Background: an optimization exercise with open tools, aiming at small area, a short achievable clock period and few clock cycles per item. Do not read the settings as production practice.
Only the layout flow was run in this run; the RTL was not checked for function there.

===== design/flow/run.sh =====
#!/bin/bash
# synth_recipe.tcl (not shown) runs the flow's synth.tcl, then flattens the netlist and writes it again
# the make line also repeats each setting of config.mk as NAME=value (left out here)
make -C /OpenROAD-flow-scripts/flow DESIGN_CONFIG=/design/flow/config.mk WORK_HOME=/design/flow/orfs CLKGATE_MAP_FILE= SYNTH_SCRIPT=/design/flow/synth_recipe.tcl finish

===== design/flow/config.mk =====
export PLATFORM = sky130hd
export DESIGN_NAME = cmp_coder
export DESIGN_NICKNAME = cmp_coder
export VERILOG_FILES = /design/flow/design.v
export SDC_FILE = /design/flow/constraint.sdc
export NUM_CORES = 4
export LEC_CHECK = 0
export CAP_MARGIN = 20
export CORE_MARGIN = 2
export CORE_UTILIZATION = 40
export PLACE_DENSITY = 0.6
export SLEW_MARGIN = 20

===== design/flow/constraint.sdc =====
create_clock -name core_clock -period 15.0 [get_ports {clk}]
set_input_delay 3.0000 -clock core_clock [delete_from_list [all_inputs] [get_ports {clk}]]
set_output_delay 3.0000 -clock core_clock [all_outputs]
set_load 0.01 [all_outputs]

===== design/flow/design.v =====
module cmp_coder (
    input  wire        clk,
    input  wire        rst,           
    input  wire        blk_start,
    input  wire [1:0]  blk_order,     
    input  wire        blk_reset,     
    output wire        idle,
    input  wire        in_valid,
    output wire        in_ready,
    input  wire [31:0] in_data,
    input  wire        in_last,
    output wire        out_valid,
    input  wire        out_ready,
    output wire [31:0] out_data,
    output wire        blk_done,
    output wire [31:0] blk_crc,
    output wire [15:0] blk_len,
    output wire [23:0] st_x1,
    output wire [23:0] st_x2,
    output wire [23:0] st_x3,
    output wire [23:0] st_a
);
    reg         busy;         
    reg         open;         
    reg  [1:0]  order;
    reg         start_q;      
    reg         init_q;       
    reg         rst_q;
    reg  [83:0] bits;         
    reg  [6:0]  fill;         
    reg         flush;        
    reg  [15:0] len;
    wire        done  = flush && (fill == 7'd0);
    wire        start = blk_start && idle;
    reg         c_v, c_code, c_last, c_esc;
    reg  [27:0] c_z;
    reg  [4:0]  c_k;
    reg  [5:0]  c_len;
    wire        stall = c_v && c_code &&
                        (fill[6] || (fill[5] && (c_len[5] || (c_len[4] && fill[4]))));
    wire        adv   = !stall;
    assign idle     = !busy || done;
    assign in_ready = open && adv;
    wire   take     = in_valid && in_ready;
    always @(posedge clk) begin
        rst_q   <= rst;
        start_q <= start && !rst;
        init_q  <= rst || (start && blk_reset);
        if (rst) begin
            busy <= 1'b0;
            open <= 1'b0;
        end else begin
            if (start)     busy <= 1'b1;
            else if (done) busy <= 1'b0;
            if (start)                open <= 1'b1;
            else if (take && in_last) open <= 1'b0;
        end
        if (start) order <= blk_order;
    end
    reg         in_v, in_l;
    reg  [31:0] in_d;
    always @(posedge clk) begin
        if (rst) in_v <= 1'b0;
        else if (adv) in_v <= take;
        if (adv) begin
            in_d <= in_data;
            in_l <= in_last;
        end
    end
    reg  [23:0] x1, x2, x3;       
    reg  [31:0] crc;
    wire [27:0] sx1 = {{4{x1[23]}}, x1};
    wire [27:0] sx2 = {{4{x2[23]}}, x2};
    wire [27:0] sx3 = {{4{x3[23]}}, x3};
    wire [27:0] xin = {{4{in_d[31]}}, in_d[31:8]};
    wire        is_fill = in_d[6];
    wire o1 = (order == 2'd1), o2 = (order == 2'd2), o3 = (order == 2'd3);
    wire [27:0] t1 = (o1 || o3) ? sx1 : 28'd0;
    wire [27:0] t2 = (o2 || o3) ? {sx1[26:0], 1'b0} : 28'd0;
    wire [27:0] t3 = (o2 || o3) ? ~sx2 : ~28'd0;
    wire [27:0] t4 = o3 ? ~{sx2[26:0], 1'b0} : ~28'd0;
    wire [27:0] t5 = o3 ? sx3 : 28'd0;
    wire [27:0] s1s = t1 ^ t2 ^ t5;
    wire [27:0] s1m = (t1 & t2) | (t1 & t5) | (t2 & t5);
    wire [27:0] s1c = {s1m[26:0], 1'b1};
    wire [27:0] s2s = s1s ^ s1c ^ t3;
    wire [27:0] s2m = (s1s & s1c) | (s1s & t3) | (s1c & t3);
    wire [27:0] s2c = {s2m[26:0], 1'b1};
    wire [27:0] ps  = s2s ^ s2c ^ t4;
    wire [27:0] pm  = (s2s & s2c) | (s2s & t4) | (s2c & t4);
    wire [27:0] pc  = {pm[26:0], 1'b0};
    wire [27:0] pt  = ps + pc;
    wire [27:0] nps = ~ps, npc = ~pc;
    wire [27:0] rs  = xin ^ nps ^ npc;
    wire [27:0] rm  = (xin & nps) | (xin & npc) | (nps & npc);
    wire [27:0] res = rs + {rm[26:0], 1'b1} + 28'd1;
    wire [27:0] z   = {res[26:0], 1'b0} ^ {28{res[27]}};    
    wire        p_hi = !pt[27] && (pt[26:23] != 4'd0);
    wire        p_lo =  pt[27] && ((pt[26:23] != 4'hF) || (pt[22:0] == 23'd0));
    wire [23:0] pt_clamped = p_hi ? 24'h7FFFFF : p_lo ? 24'h800001 : pt[23:0];
    function [31:0] crc32c_word;
        input [31:0] c;
        input [31:0] w;
        integer b;
        reg [31:0] t;
        begin
            t = c ^ w;
            for (b = 0; b < 32; b = b + 1)
                t = t[0] ? ((t >> 1) ^ 32'h82F63B78) : (t >> 1);
            crc32c_word = t;
        end
    endfunction
    reg         s1_v, s1_code, s1_last, s1_sat;
    reg  [27:0] s1_z;
    always @(posedge clk) begin
        if (rst) s1_v <= 1'b0;
        else if (adv) s1_v <= in_v;
        if (adv) begin
            s1_code <= !is_fill;
            s1_last <= in_l;
            s1_z    <= z;
            s1_sat  <= (z[27:20] != 8'd0);
        end
        if (start_q) crc <= 32'hFFFFFFFF;
        else if (adv && in_v) crc <= crc32c_word(crc, in_d);
        if (init_q) begin
            x1 <= 24'd0;
            x2 <= 24'd0;
            x3 <= 24'd0;
        end else if (adv && in_v) begin
            x1 <= is_fill ? pt_clamped : in_d[31:8];
            x2 <= x1;
            x3 <= x2;
        end
    end
    reg  [23:0] acc;              
    reg  [4:0]  k;                
    wire [19:0] zmin     = s1_z[19:0] | {20{s1_sat}};
    wire [23:0] acc_next = acc + {4'd0, zmin} - {4'd0, acc[23:4]};
    reg  [4:0]  k_next;
    integer i;
    always @(*) begin
        k_next = 5'd0;
        for (i = 0; i < 20; i = i + 1)
            if (acc_next[i + 4]) k_next = i[4:0];
    end
    wire [27:0] zq   = s1_z >> k;
    wire [4:0]  q    = zq[4:0];
    wire        esc  = (zq[27:5] != 23'd0) || (q[4] && q[3]);
    wire [5:0]  clen = esc ? 6'd52 : ({1'b0, q} + {1'b0, k} + 6'd1);
    always @(posedge clk) begin
        if (rst) c_v <= 1'b0;
        else if (adv) c_v <= s1_v;
        if (adv) begin
            c_code <= s1_code;
            c_last <= s1_last;
            c_z    <= s1_z;
            c_k    <= k;
            c_esc  <= esc;
            c_len  <= clen;
        end
        if (init_q) begin
            acc <= 24'd128;
            k   <= 5'd3;
        end else if (adv && s1_v && s1_code) begin
            acc <= acc_next;
            k   <= k_next;
        end
    end
    wire [4:0]  fm = c_esc ? 5'd28 : c_k;            
    wire [5:0]  os = {1'b0, fm} + {5'd0, !c_esc};    
    reg  [51:0] code;
    integer b;
    always @(*) begin
        for (b = 0; b < 52; b = b + 1)
            code[b] = (b < 28 && b < fm && c_z[b % 28]) || (b >= os && b < c_len);
    end
    wire        ins    = c_v && c_code && adv;
    wire [6:0]  sh     = 7'd84 - fill - {1'b0, c_len};
    wire [83:0] placed = {32'd0, code} << sh;
    wire [83:0] merged = ins ? (bits | placed) : bits;
    wire [6:0]  fill_i = fill + (ins ? {1'b0, c_len} : 7'd0);
    wire        full   = fill[6] || fill[5];
    assign out_valid = full || (flush && (fill != 7'd0));
    assign out_data  = bits[83:52];
    wire   give      = out_valid && out_ready;
    always @(posedge clk) begin
        if (rst_q) bits <= 84'd0;
        else bits <= give ? {merged[51:0], 32'd0} : merged;
        if (rst) begin
            fill  <= 7'd0;
            flush <= 1'b0;
        end else begin
            fill <= give ? (full ? fill_i - 7'd32 : 7'd0) : fill_i;
            if (c_v && c_last && adv) flush <= 1'b1;
            else if (done)            flush <= 1'b0;
        end
        if (start_q)   len <= 16'd0;
        else if (give) len <= len + 16'd1;
    end
    assign blk_done = done;
    assign blk_crc  = ~crc;
    assign blk_len  = len;
    assign st_x1    = x1;
    assign st_x2    = x2;
    assign st_x3    = x3;
    assign st_a     = acc;
endmodule

==> run summary <==
* Status: timing/DRC/antenna clean
* N_diodes at 0
* Chip width at 284 um
* Max-cap viol count at 0
* H-tree depth at 2
* WP buf/inv at 4
* Core area at 77600 sq um
* Post-CTS Resized at 0
* Drc violations at 0
* Number of placement rows at 102
* Synthesized cell area at 31400 sq um
* Final worst slack at 6.95 ns
* First-pass GRT wire length at 152000 um
* Detail Route Antenna Nets at 0
* Class of the most critical setup path: reg2reg
* Synthesized instance count at 3740
* Fmax at 0.124 GHz
* Ys flop type: dfxtp_1
* Tmin final at 8.05 ns
* Vias post-DR at 26900
* EDFF count, synth at 108
* CP Max Fanout at 57
* Die area at 80800 sq um
* Final weighted congestion in routability-driven placement at 0.981
* First drt pass iteration count at 5
* Fin crit share at 53.7%
* Share of layout cells above drive strength 1 at 7.05%
* Crit path launch type: register
* CP required at 15.46 ns
* Largest net degree at the start of global routing at 90
* RSZ-0062 raised after global routing: no
* Register area share after synthesis at 26.2%
* Starting density of the core at 40.5%
* Commonest non-fill, non-tap cell in the layout: nand2_1
* I/O Buffers at 220
* Clock transition at path regs at 0.06 ns
* Setup-failing EPs final at 0
* Clock latency (worst-skew pair) at 0.59 ns
* Min Hold Slack at 0.419 ns
* Least-Margin Pin Slew at 1.09 ns
* # hold bufs at CTS at 0
* Vias in the first global route at 25600
* Bufs on Longest Clock Path at 3
* Syn Area/Cell at 8.40 sq um
* Vias per inst at 5.50
* Layout area overhead at 13.9%
* GRT Total Usage at 23.5%
* DR WL/cell at 19.9 um
* Synthesized Nets at 4011
* Final wirelength at 96900 um
* Fin nets at 4079
* Yosys Warn Count at 1
* TritonCTS Buffers at 44
* Post-CTS setup buffer count at 0
* Setup_tns at 0 ns
* Slew HR at 26.1%
* Yosys cell types at 89
* Crit path max-delay family: compound AO/OA/AOI/OAI gates
* Slew Limit Fails at 0
* CTS tree: built
* Fillers at 7727
* Hold Vio Cnt, Final at 0
* Detail Placement HPWL at 74000 um
* Most frequent cells in the layout: 411 x nand2_1, 373 x nor2_1, 308 x a21oi_1, 273 x xnor2_1, 262 x inv_1
* #FFs+latches synth at 357
* Crit path max-delay cell type: nand2b_1
* Async SR Flop Fraction at 0%
* Top cell type's share of synthesized area at 15.9%
* CP peak stage delay at 0.65 ns
* Crit end category: register
* Most frequent CP cell: fa_1
* Root Buffer: clkbuf_16
* DP Worst Slack at 7.04 ns
* Initial antenna violation count at 0
* Clk sinks at 357
* Synth area leaders: dfxtp_1 16%, edfxtp_1 10%, xnor2_1 7.7%
* Drt initial violations at 2473
* I/O pins at 221
* Critical path data arrival time at 8.51 ns
* Yosys top cell by area: dfxtp_1
* GRT overflow at 0
* HP Class: reg2reg
* DIE HEIGHT at 284 um
* Worst Clk Skew at 0.0436 ns
-- logic make-up (layout without fill, tap and decap cells) --
family | Yosys count | count (layout) | synth area share [%]
multiplexers | 137 | 137 | 4.93
XOR/XNOR | 442 | 442 | 15.6
adder cells (fa/ha/maj) | 231 | 231 | 12.1
flip-flops | 357 | 357 | 26.2
AND/OR/NAND/NOR | 1166 | 1166 | 16.5
AO/OA/AOI/OAI | 904 | 904 | 18.3
buffers and inverters | 503 | 606 | 6.40
-- metrics by stage --
step,instances,utilization (%),area (sq um)
6_report,4883,46.1,35800
5_1_grt,4883,46.1,35800
4_1_cts,4883,46.1,35800
3_5_place_dp,4802,44.2,34300
3_3_place_gp,4802,44.2,34300
2_1_floorplan,3740,-,31400
-- per-layer routing --
layer | GRT usage [%] | routed length, um | vias to the layer above
li1 | - | - | 13000
met1 | 32.6 | 44000 | 12900
met2 | 38.9 | 45200 | 821
met3 | 3.16 | 5490 | 123
met4 | 5.41 | 2290 | 0
met5 | 0 | 0 | -
-- worst paths after layout --
path | start | endpoint | slack (ns) | cells past startpoint
hold / removal | in_l | s1_last | 0.42 | 0
hold reg to reg | in_l | s1_last | 0.42 | 0
setup / recovery | order[1] | x1[20] | 6.95 | 25
setup reg to reg | order[1] | x1[20] | 6.95 | 25
-- cells in the mapped netlist (16+ instances only) --
master / count
a31oi_1: 25
or3_1: 18
clkbuf_1: 186
xnor2_1: 277
ha_1: 110
a21o_1: 32
a22oi_1: 22
o31ai_1: 16
nand4_1: 20
and3_1: 21
nor2_1: 375
and2_1: 76
o211ai_1: 20
nor3_1: 89
inv_1: 262
xnor2_2: 28
nand2_1: 412
nand2b_1: 16
fa_1: 120
o21a_1: 24
mux2i_1: 103
a21oi_1: 308
xor2_1: 78
mux2_2: 22
or2_2: 29
o21ai_0: 177
nor2b_1: 16
buf_1: 17
buf_4: 32
o21bai_1: 19
a211o_1: 25
a211oi_1: 76
nand3_1: 51
xnor3_1: 16
a2111oi_0: 19
o22ai_1: 18
edfxtp_1: 108
dfxtp_1: 249
-- final cells by class --
cell class / count / area, sq um / share of cell area (%)
clock inverters: 27 / 324 / 0.906
clock buffers: 54 / 1160 / 3.24
multi-input cells: 2880 / 21200 / 59.4
inverters: 266 / 998 / 2.79
repair buffers: 259 / 2490 / 6.98
flip-flops and latches: 357 / 8230 / 23.0
well taps: 1040 / 1300 / 3.64
-- flip-flops by register name, indices dropped and copies added, names as in the netlist, 2 cells and up --
register,count
bits,84
crc,32
in_d,32
c_z,28
s1_z,28
acc,24
x1,24
x2,24
x3,24
len,16
fill,7
c_len,6
c_k,5
k,5
order,2
-- worst reg2reg max path, cell delays in order (launching register included) --
cell and delay (ns):
edfxtp_1 0.32, buf_4 0.40, and2_1 0.30, buf_4 0.39, nand2_1 0.13, fa_1 0.48, fa_1 0.54, inv_1 0.05
fa_1 0.55, inv_1 0.07, ha_1 0.34, a22oi_1 0.27, o21ai_0 0.15, a22oi_1 0.25, o21bai_1 0.09, a21oi_1 0.24
o21bai_1 0.12, a21o_1 0.20, a21oi_1 0.31, o211ai_1 0.21, a41o_1 0.28, nand3_1 0.59, o31a_1 0.39, nand2b_1 0.65
nor2_1 0.17, a2111oi_0 0.43

## separate check: timing with driven ports
Ports are ideal in the flow. The routed layout listed here was re-timed in OpenROAD.
Step 1 assumes that a clkbuf_16 drives the clock port and a buf_2 every other input.
Step 2 adds t to the input delays and takes it off the output delays; t is the mean of the earliest and latest rising clock arrival at the registers after step 1. Input paths then give back, and output paths get back, about the clock's delay inside the block.
Three values: ideal ports, drivers, drivers and shift; two values: the first two.
t, ns: 0.633
setup slack, ns: 6.949 / 6.949 / 6.949
worst hold slack (ns): 0.419 / 0.419 / 0.419
worst setup path at the end: register to register
After both steps this run still meets setup and hold. The setup slack of this run moves by 0.000 ns with the drivers and by 0.000 ns with both steps.
